Background: an optimization exercise with open tools, aiming at small area. Do not read the settings as production practice.
The RTL was checked by simulation tests, not by an equivalence proof against the original design.
Power figures rest on the tool's default switching activity, not on a simulated workload.

## pwm_top
module pwm_top (
    input  wire        clk,
    input  wire        rst,
    input  wire        wr_en,
    input  wire [8:0]  addr,
    input  wire [31:0] wdata,
    output reg  [31:0] rdata,
    input  wire [5:0]  trip,
    output reg  [11:0] pwm
);
Settings: LEC_CHECK=0, CAP_MARGIN=20, CORE_MARGIN=2, CORE_UTILIZATION=60, CTS_CLUSTER_DIAMETER=150, CTS_CLUSTER_SIZE=20, PLACE_DENSITY=0.75, SETUP_SLACK_MARGIN=0.2, SLEW_MARGIN=20, TNS_END_PERCENT=0; clock period 6.0 ns.
standard.sh (not shown) runs the stock make flow with config.mk's settings and CLKGATE_MAP_FILE= SYNTH_SCRIPT=/design/flow/synth_recipe.tcl, a recipe that flattens the netlist after the stock synthesis.
==> flow/flow/run.sh <==
#!/bin/bash
# Standard ORFS layout, with one change to synthesis: a delay-constrained, area-recovering
# ABC script (flow/abc.script) and Brent-Kung arithmetic instead of the Kogge-Stone adder map
# and full/half-adder cell extraction. Every later step is the standard flow.
set -euo pipefail
here=$(pwd)
rm -rf "$here/scripts_own"
cp -r "$FLOW_HOME/scripts" "$here/scripts_own"
cp "$here/flow/abc.script" "$here/scripts_own/abc_speed.script"
export SCRIPTS_DIR="$here/scripts_own"
bash standard.sh ADDER_MAP_FILE= SYNTH_OPERATIONS_ARGS=-noshare finish > "$here/make_finish.log" 2>&1
==> flow/flow/abc.script <==
strash
&get -n
&fraig -x
&put
scorr
dc2
strash
&get -n
&dch -f
&nf -D 4000
&put
Then changed:
TNS_END_PERCENT = default   (was 0)
Effect: The changed run ran to the end with no violations. Routed wire length is higher by 0.43%. Sequential share of layout area rises by 0.21 points. Final area decreases by 0.43%. Synthesized cell count does not change. Power hardly moves. Synthesized area is unchanged. Setup slack loses 0.039 ns. Worst hold slack stays flat. Via count is about the same.
Then changed:
SETUP_SLACK_MARGIN = 0.3   (was 0.2)
TNS_END_PERCENT = 0   (was default)
After rerunning:
- synthesized area stays the same
- wire length went up by 0.34%
- total power went up by about 0.5%
- setup slack is better by 0.063 ns
- sequential cell count stays the same
- worst hold slack hardly moves
- global-route usage went up by 0.87 points


Setup of v39:
Another version of the RTL of pwm_top (not shown whole).
Size: roughly 78000 sq um of cells after synthesis.
## pwm_top
module pwm_top (
    input  wire        clk,
    input  wire        rst,
    input  wire        wr_en,
    input  wire [8:0]  addr,
    input  wire [31:0] wdata,
    output reg  [31:0] rdata,
    input  wire [5:0]  trip,
    output reg  [11:0] pwm
);
clock: 6.0 ns
lec_check: 0
cap_margin: 20
core_margin: 2
core_utilization: 40
place_density: 0.6
slew_margin: 20
==> flow/flow/run.sh <==
#!/bin/bash
# Standard ORFS layout, with one change to synthesis: an area-oriented ABC script
# (flow/abc.script) and ripple-carry arithmetic instead of the Kogge-Stone adder map
# and full/half-adder cell extraction. Every later step is the standard flow.
set -euo pipefail
here=$(pwd)
rm -rf "$here/scripts_own"
cp -r "$FLOW_HOME/scripts" "$here/scripts_own"
cp "$here/flow/abc.script" "$here/scripts_own/abc_speed.script"
export SCRIPTS_DIR="$here/scripts_own"
bash standard.sh ADDER_MAP_FILE= SYNTH_OPERATIONS_ARGS=-noshare finish > "$here/make_finish.log" 2>&1
Scripts as last shown in full above: flow/flow/abc.script
Setup changes, v39 to v2
# v39
export LEC_CHECK = 0
export CAP_MARGIN = 20
export CORE_MARGIN = 2
export CORE_UTILIZATION = 40
export PLACE_DENSITY = 0.6
export SLEW_MARGIN = 20
create_clock -name core_clock -period 6.0 [get_ports {clk}]
# v2
export LEC_CHECK = 0
export CAP_MARGIN = 20
export CORE_MARGIN = 2
export CORE_UTILIZATION = 55
export CTS_CLUSTER_DIAMETER = 150
export CTS_CLUSTER_SIZE = 20
export PLACE_DENSITY = 0.7
export SETUP_SLACK_MARGIN = 0.3
export SLEW_MARGIN = 20
create_clock -name core_clock -period 6.0 [get_ports {clk}]
diff --git a/flow/flow/run.sh b/flow/flow/run.sh
--- a/flow/flow/run.sh
+++ b/flow/flow/run.sh
@@ -1,5 +1,5 @@
 #!/bin/bash
-# Standard ORFS layout, with one change to synthesis: an area-oriented ABC script
-# (flow/abc.script) and ripple-carry arithmetic instead of the Kogge-Stone adder map
+# Standard ORFS layout, with one change to synthesis: a delay-constrained, area-recovering
+# ABC script (flow/abc.script) and Brent-Kung arithmetic instead of the Kogge-Stone adder map
 # and full/half-adder cell extraction. Every later step is the standard flow.
 set -euo pipefail
Findings:
- v2 improves on v39 in minimum hold slack.
- Between v39 and v2, number of gates resized after cts increased.
- Between v39 and v2, area of the multi-input gates is higher for v2, v39 comes in under that.
- v2 does better than v39 on total power draw.
- v2 against v39: fraction of the cycle the final worst path needs decreased 2.9 points; first-pass GRT wire length decreased 5.0%; critical path depth increased 1; required time at the endpoint of the critical path decreased 0.17 ns; clock-buffer cell count decreased about 33%.
- v2 gives less clock distribution power than v39 did.

-- static timing again, ports no longer ideal --
The flow's constraints put no driver on any port. The routed layouts listed below were extracted and timed again, unchanged, in two steps.
Step 1 (the two cells are an assumption about what drives the block):
set clk [get_ports {clk}]
set_driving_cell -lib_cell sky130_fd_sc_hd__clkbuf_16 $clk
set_driving_cell -lib_cell sky130_fd_sc_hd__buf_2 [delete_from_list [all_inputs] $clk]
Step 2, shift: input delay + t, output delay - t, t = (earliest + latest rising clock arrival at the registers) / 2. This alone moves slack from input paths to output paths.
Three values: ideal, step 1, step 2; two values: the first two.
run	t, ns	slack for setup (ns)	worst register clock-pin slew, ns	pins driven straight from the clock port
the first run of note 1	0.843	0.139 / 0.139 / -0.080	0.10 / 0.10	1
the second run of note 1	0.849	0.100 / 0.100 / 0.100	0.10 / 0.10	1
the third run of note 1	0.844	0.163 / 0.163 / -0.076	0.10 / 0.10	1
v39	0.945	0.268 / 0.268 / 0.238	0.07 / 0.07	1
v2	0.840	0.442 / 0.442 / 0.438	0.12 / 0.12	1
Met with ideal ports but missed after step 2: setup timing in the first run of note 1 and the third run of note 1. The setup slack of the third run of note 1, which loses most, moves by 0.000 ns with the drivers and by -0.239 ns with both steps.
